Context: an optimization exercise on an open-source flow, tuned for small area and a short achievable clock period. The choices shown serve that exercise and are no tape-out recipe.
Only simulation tests tie the RTL to the original design; equivalence was not proved.

==> inputs of 05-25 <==
Design epilogue_unit, start of the top module:
module epilogue_unit (
    input  wire        clk,
    input  wire        rst,           
    input  wire        in_valid,
    input  wire [31:0] in_y,          
    input  wire [15:0] in_sc,         
    input  wire [15:0] in_sx,         
    input  wire [31:0] in_bias,       
    input  wire        in_bias_fp16,  
    input  wire        in_null,       
    input  wire        in_relu,       
    input  wire [3:0]  in_fmt,        
    output wire        out_valid,
    output wire [31:0] out_data,      
    output wire [2:0]  out_flags      
);
    localparam C0 = 1;    
    localparam CA = 0;
    localparam CB = 1;
    localparam CC = 1;
    localparam CD = 0;
    localparam CE = 1;
    localparam CF = 1;
    localparam CG = 0;
    localparam CH = 1;
    localparam CI = 0;
    localparam LAT = C0 + CA + CB + CC + CD + CE + CF + CG + CH + CI + 1;
    reg [LAT-1:0] vld;
    always @(posedge clk) begin
        if (rst)
            vld <= {LAT{1'b0}};
        else
            vld <= {vld[LAT-2:0], in_valid};
    end
    assign out_valid = vld[LAT-1];
    wire [31:0] y, bias;
    wire [15:0] sc, sx;
    wire        b16, nul, relu0;
    wire [3:0]  fmt0;
    wire [10:0] ics, ixs;
    wire [4:0]  icme, ixme;
    wire [3:0]  iclz, ixlz;
    wire        icz, icinf, icnan, ixz, ixinf, ixnan;
    epi_f16_norm u_ic (.h(in_sc), .sig(ics), .me(icme), .lz(iclz), .zero(icz), .inf(icinf), .nan(icnan));
    epi_f16_norm u_ix (.h(in_sx), .sig(ixs), .me(ixme), .lz(ixlz), .zero(ixz), .inf(ixinf), .nan(ixnan));
    wire [3:0]  rclz, rxlz;
    epi_pipe #(.W(111), .EN(C0)) p0 (.clk(clk),
        .d({in_y, in_sc, in_sx, in_bias, in_bias_fp16, in_null, in_relu, in_fmt, iclz, ixlz}),
  ...
export LEC_CHECK = 0
export ABC_AREA = 1
export CAP_MARGIN = 30
export CORE_MARGIN = 2
export CORE_UTILIZATION = 40
export CTS_CLUSTER_DIAMETER = 170
export CTS_CLUSTER_SIZE = 26
export SLEW_MARGIN = 65
create_clock -name core_clock -period 30.0 [get_ports {clk}]
standard.sh (not shown) runs the stock make flow with config.mk's settings and CLKGATE_MAP_FILE= SYNTH_SCRIPT=/design/flow/synth_recipe.tcl, a recipe that flattens the netlist after the stock synthesis.
==> flow/flow/run.sh <==
#!/bin/bash
# The standard layout (standard.sh) with two changes after the standard,
# unchanged synthesis:
#  - buffer_ports inserts sky130_fd_sc_hd__buf_2 port buffers instead of the
#    tool's default pick (a slow delay buffer);
#  - placement, CTS and routing repairs may not use the delay cells
#    (clkdlybuf4s*, dlygate4sd*, dlymetal6s*) as wire or slew buffers.
set -euo pipefail
bash standard.sh synth > synth.log 2>&1
export BUFFER_PORTS_ARGS="-buffer_cell sky130_fd_sc_hd__buf_2"
DLY=""
for c in clkdlybuf4s15_1 clkdlybuf4s15_2 clkdlybuf4s18_1 clkdlybuf4s18_2 clkdlybuf4s25_1 \
         clkdlybuf4s25_2 clkdlybuf4s50_1 clkdlybuf4s50_2 dlygate4sd1_1 dlygate4sd2_1 \
         dlygate4sd3_1 dlymetal6s2s_1 dlymetal6s4s_1 dlymetal6s6s_1; do
    DLY="$DLY sky130_fd_sc_hd__$c"
done
export DONT_USE_CELLS="${DLY# }"
bash standard.sh > layout.log 2>&1
==> 07-02: changes against 05-25 <==
--- a/flow/design.v
+++ b/flow/design.v
@@ -956,35 +956,28 @@
             vld <= {vld[LAT-2:0], in_valid};
     end
     assign out_valid = vld[LAT-1];
     wire [31:0] y, bias;
     wire [15:0] sc, sx;
     wire        b16, nul, relu0;
     wire [3:0]  fmt0;
-    wire [10:0] ics, ixs;
-    wire [4:0]  icme, ixme;
-    wire [3:0]  iclz, ixlz;
-    wire        icz, icinf, icnan, ixz, ixinf, ixnan;
-    epi_f16_norm u_ic (.h(in_sc), .sig(ics), .me(icme), .lz(iclz), .zero(icz), .inf(icinf), .nan(icnan));
-    epi_f16_norm u_ix (.h(in_sx), .sig(ixs), .me(ixme), .lz(ixlz), .zero(ixz), .inf(ixinf), .nan(ixnan));
-    wire [3:0]  rclz, rxlz;
-    epi_pipe #(.W(111), .EN(C0)) p0 (.clk(clk),
-        .d({in_y, in_sc, in_sx, in_bias, in_bias_fp16, in_null, in_relu, in_fmt, iclz, ixlz}),
-        .q({y, sc, sx, bias, b16, nul, relu0, fmt0, rclz, rxlz}));
-    wire [4:0]  plz = {1'b0, rclz} + {1'b0, rxlz};
+    epi_pipe #(.W(103), .EN(C0)) p0 (.clk(clk),
+        .d({in_y, in_sc, in_sx, in_bias, in_bias_fp16, in_null, in_relu, in_fmt}),
+        .q({y, sc, sx, bias, b16, nul, relu0, fmt0}));
     wire        ys   = y[31];
     wire [31:0] ymag = ys ? (32'd0 - y) : y;
     wire        yz   = (y == 32'd0);
     wire [10:0] cs, xs;
     wire [4:0]  cme, xme;
     wire [3:0]  clz, xlz;
     wire        cz, cinf, cnan, xz, xinf, xnan;
     epi_f16_norm u_c (.h(sc), .sig(cs), .me(cme), .lz(clz), .zero(cz), .inf(cinf), .nan(cnan));
     epi_f16_norm u_x (.h(sx), .sig(xs), .me(xme), .lz(xlz), .zero(xz), .inf(xinf), .nan(xnan));
     wire [21:0] praw = cs * xs;
+    wire [4:0]  plz  = {1'b0, clz} + {1'b0, xlz};
     wire [21:0] p_a  = praw << plz;
     wire [7:0]  pe_a = {3'd0, cme} + {3'd0, xme} - {3'd0, plz};
     wire [31:0] b_a;
     epi_bias_widen u_b (.bias(bias), .fp16(b16), .b(b_a));
     wire vsign_a = ys ^ sc[15] ^ sx[15];
     wire anyinf  = cinf | xinf;
     wire anyzero = yz | cz | xz;
@@ -1103,34 +1096,32 @@
     wire [3:0]  fmt_h;
     epi_pipe #(.W(27+9+5+4), .EN(CG)) pg (.clk(clk),
         .d({n,   ne,   zz,   le_g[8], sub_g, nan_g, relu_g, fmt_g}),
         .q({n_h, ne_h, zz_h, ls_h,    sub_h, nan_h, relu_h, fmt_h}));
     wire        nrup = n_h[2] & (n_h[1] | n_h[0] | n_h[3]);
     wire [24:0] rr   = {1'b0, n_h[26:3]} + {24'd0, nrup};
     wire [8:0]  fe   = ne_h + {8'd0, rr[24]};
-    wire        zs_h = zz_h ? (ls_h & ~sub_h) : ls_h;
-    wire [22:0] zf_i;
-    wire [8:0]  fe_i;
-    wire        zz_i, zs_i, nan_i, relu_i;
-    wire [3:0]  fmt_i;
-    epi_pipe #(.W(23+9+4+4), .EN(CH)) ph (.clk(clk),
-        .d({rr[22:0], fe,   zz_h, zs_h,     nan_h, relu_h, fmt_h}),
-        .q({zf_i,     fe_i, zz_i, zs_i,     nan_i, relu_i, fmt_i}));
     reg  [31:0] z;
     always @* begin
-        if (nan_i)
+        if (nan_h)
             z = 32'h7fc00000;
-        else if (zz_i)
-            z = {zs_i, 31'd0};
-        else if (fe_i >= 9'd255)
-            z = {zs_i, 8'hff, 23'd0};
+        else if (zz_h)
+            z = {ls_h & ~sub_h, 31'd0};
+        else if (fe >= 9'd255)
+            z = {ls_h, 8'hff, 23'd0};
         else
-            z = {zs_i, fe_i[7:0], zf_i};
+            z = {ls_h, fe[7:0], rr[22:0]};
     end
-    wire [31:0] a_i = (relu_i & z[31] & ~nan_i) ? 32'd0 : z;
+    wire [31:0] act = (relu_h & z[31] & ~nan_h) ? 32'd0 : z;
+    wire [31:0] a_i;
+    wire        nan_i;
+    wire [3:0]  fmt_i;
+    epi_pipe #(.W(32+1+4), .EN(CH)) ph (.clk(clk),
+        .d({act, nan_h, fmt_h}),
+        .q({a_i, nan_i, fmt_i}));
     wire [5:0]  r_i;
     epi_nar0 u_n0 (.e(a_i[30:23]), .fmt(fmt_i), .r(r_i));
     wire [31:0] inc;
     wire        cin;
     wire [2:0]  sel, flg;
     epi_nar1 u_n1 (.a(a_i), .nan(nan_i), .fmt(fmt_i), .r(r_i),
                    .inc(inc), .cin(cin), .sel(sel), .flg(flg));
==> flow/run.sh (new file) <==
#!/bin/bash
# synth_recipe.tcl (not shown) runs the flow's synth.tcl, then flattens the netlist and writes it again
# the make line also repeats each setting of config.mk as NAME=value (left out here)
make -C /OpenROAD-flow-scripts/flow DESIGN_CONFIG=/design/flow/config.mk WORK_HOME=/design/flow/orfs CLKGATE_MAP_FILE= SYNTH_SCRIPT=/design/flow/synth_recipe.tcl finish
CAP_MARGIN = 80   (was 30)
CTS_CLUSTER_DIAMETER = unset   (was 170)
CTS_CLUSTER_SIZE = unset   (was 26)
SLEW_MARGIN = 90   (was 65)
removed: flow/flow/run.sh
removed: flow/standard.sh
==> 01-01: changes against 05-25 <==
CAP_MARGIN = 60   (was 30)
CORE_UTILIZATION = 55   (was 40)
CTS_CLUSTER_DIAMETER = unset   (was 170)
CTS_CLUSTER_SIZE = unset   (was 26)
SLEW_MARGIN = 80   (was 65)
==> summary of the runs <==
- 05-25 ran to the end with no violations. 01-01 finished clean. 07-02 stopped in global routing (5_1_grt).
- Between 01-01 and 05-25, the lower count of clock-buffer cells in the layout is in 05-25 (gap 45).
- Between 05-25 and 01-01, the lower utilization is in 05-25 (gap 20 points).
- Of 05-25 and 01-01, 01-01 has the higher via count (gap about 2.7%, measured against 01-01).
- Against 05-25, the clock skew of 01-01 is higher by 0.050 ns.
- Against 01-01, the final cell count of 05-25 is larger by about 3.6%.
- In critical path depth, 01-01 and 05-25 do not differ.
- Hold slack: 05-25 is higher than 01-01 (0.058 ns).
==> figures <==
quantity	01-01	05-25	07-02
Number of maximum-capacitance constraint violations	0	0	-
Min-Delay Path Class	register to register	register to register	-
Clk_buf instances	71	26	-
Levels on crit path	1	1	-
Net count after synthesis	7838	7838	7947
Syn avg cell area	6.97 µm²	6.97 µm²	6.88 µm²
Half-perimeter wire length of the detailed placement result	132000 µm	129000 µm	261000 µm
Area of the core	89600 µm²	123000 µm²	-
Result of the run	complete, no violations	complete, no violations	aborted with a tool error
Failing step	-	-	global routing (5_1_grt)
Non-clock buffer count in the final layout	286	206	-
Source of the critical timing path	po.g_r.r[9]	po.g_r.r[3]	-
Die Ht	304 µm	356 µm	357 µm
Post-synthesis share of cell area spent on full adders, half adders and majority gates	0.208	0.208	0.207
Min cycle time layout	7.14 ns	7.18 ns	-
Clk Latency, worst-skew pair	0.68 ns	0.65 ns	-

-- separate check: timing with driven ports --
The flow's constraints put no driver on any port. The routed layouts listed below were extracted and timed again, unchanged, in two steps. Step 1 assumes that a clkbuf_16 drives the clock port and a buf_2 every other input. Step 2, shift: input delay + t, output delay - t, t = (earliest + latest rising clock arrival at the registers) / 2. This alone moves slack from input paths to output paths. Slacks: ideal ports / drivers / drivers and shift; pairs: ideal ports / drivers.
| run | shift t [ns] | setup WS [ns] | worst setup path at the end | worst register clock-pin slew, ns | pins driven straight from the clock port |
|---|---|---|---|---|---|
| 05-25 | 0.703 | 22.821 / 22.747 / 22.858 | input to register | 0.11 / 0.11 | 1 |
| 01-01 | 0.719 | 22.863 / 22.786 / 23.065 | input to register | 0.07 / 0.07 | 1 |
After both steps every run listed still meets setup and hold.
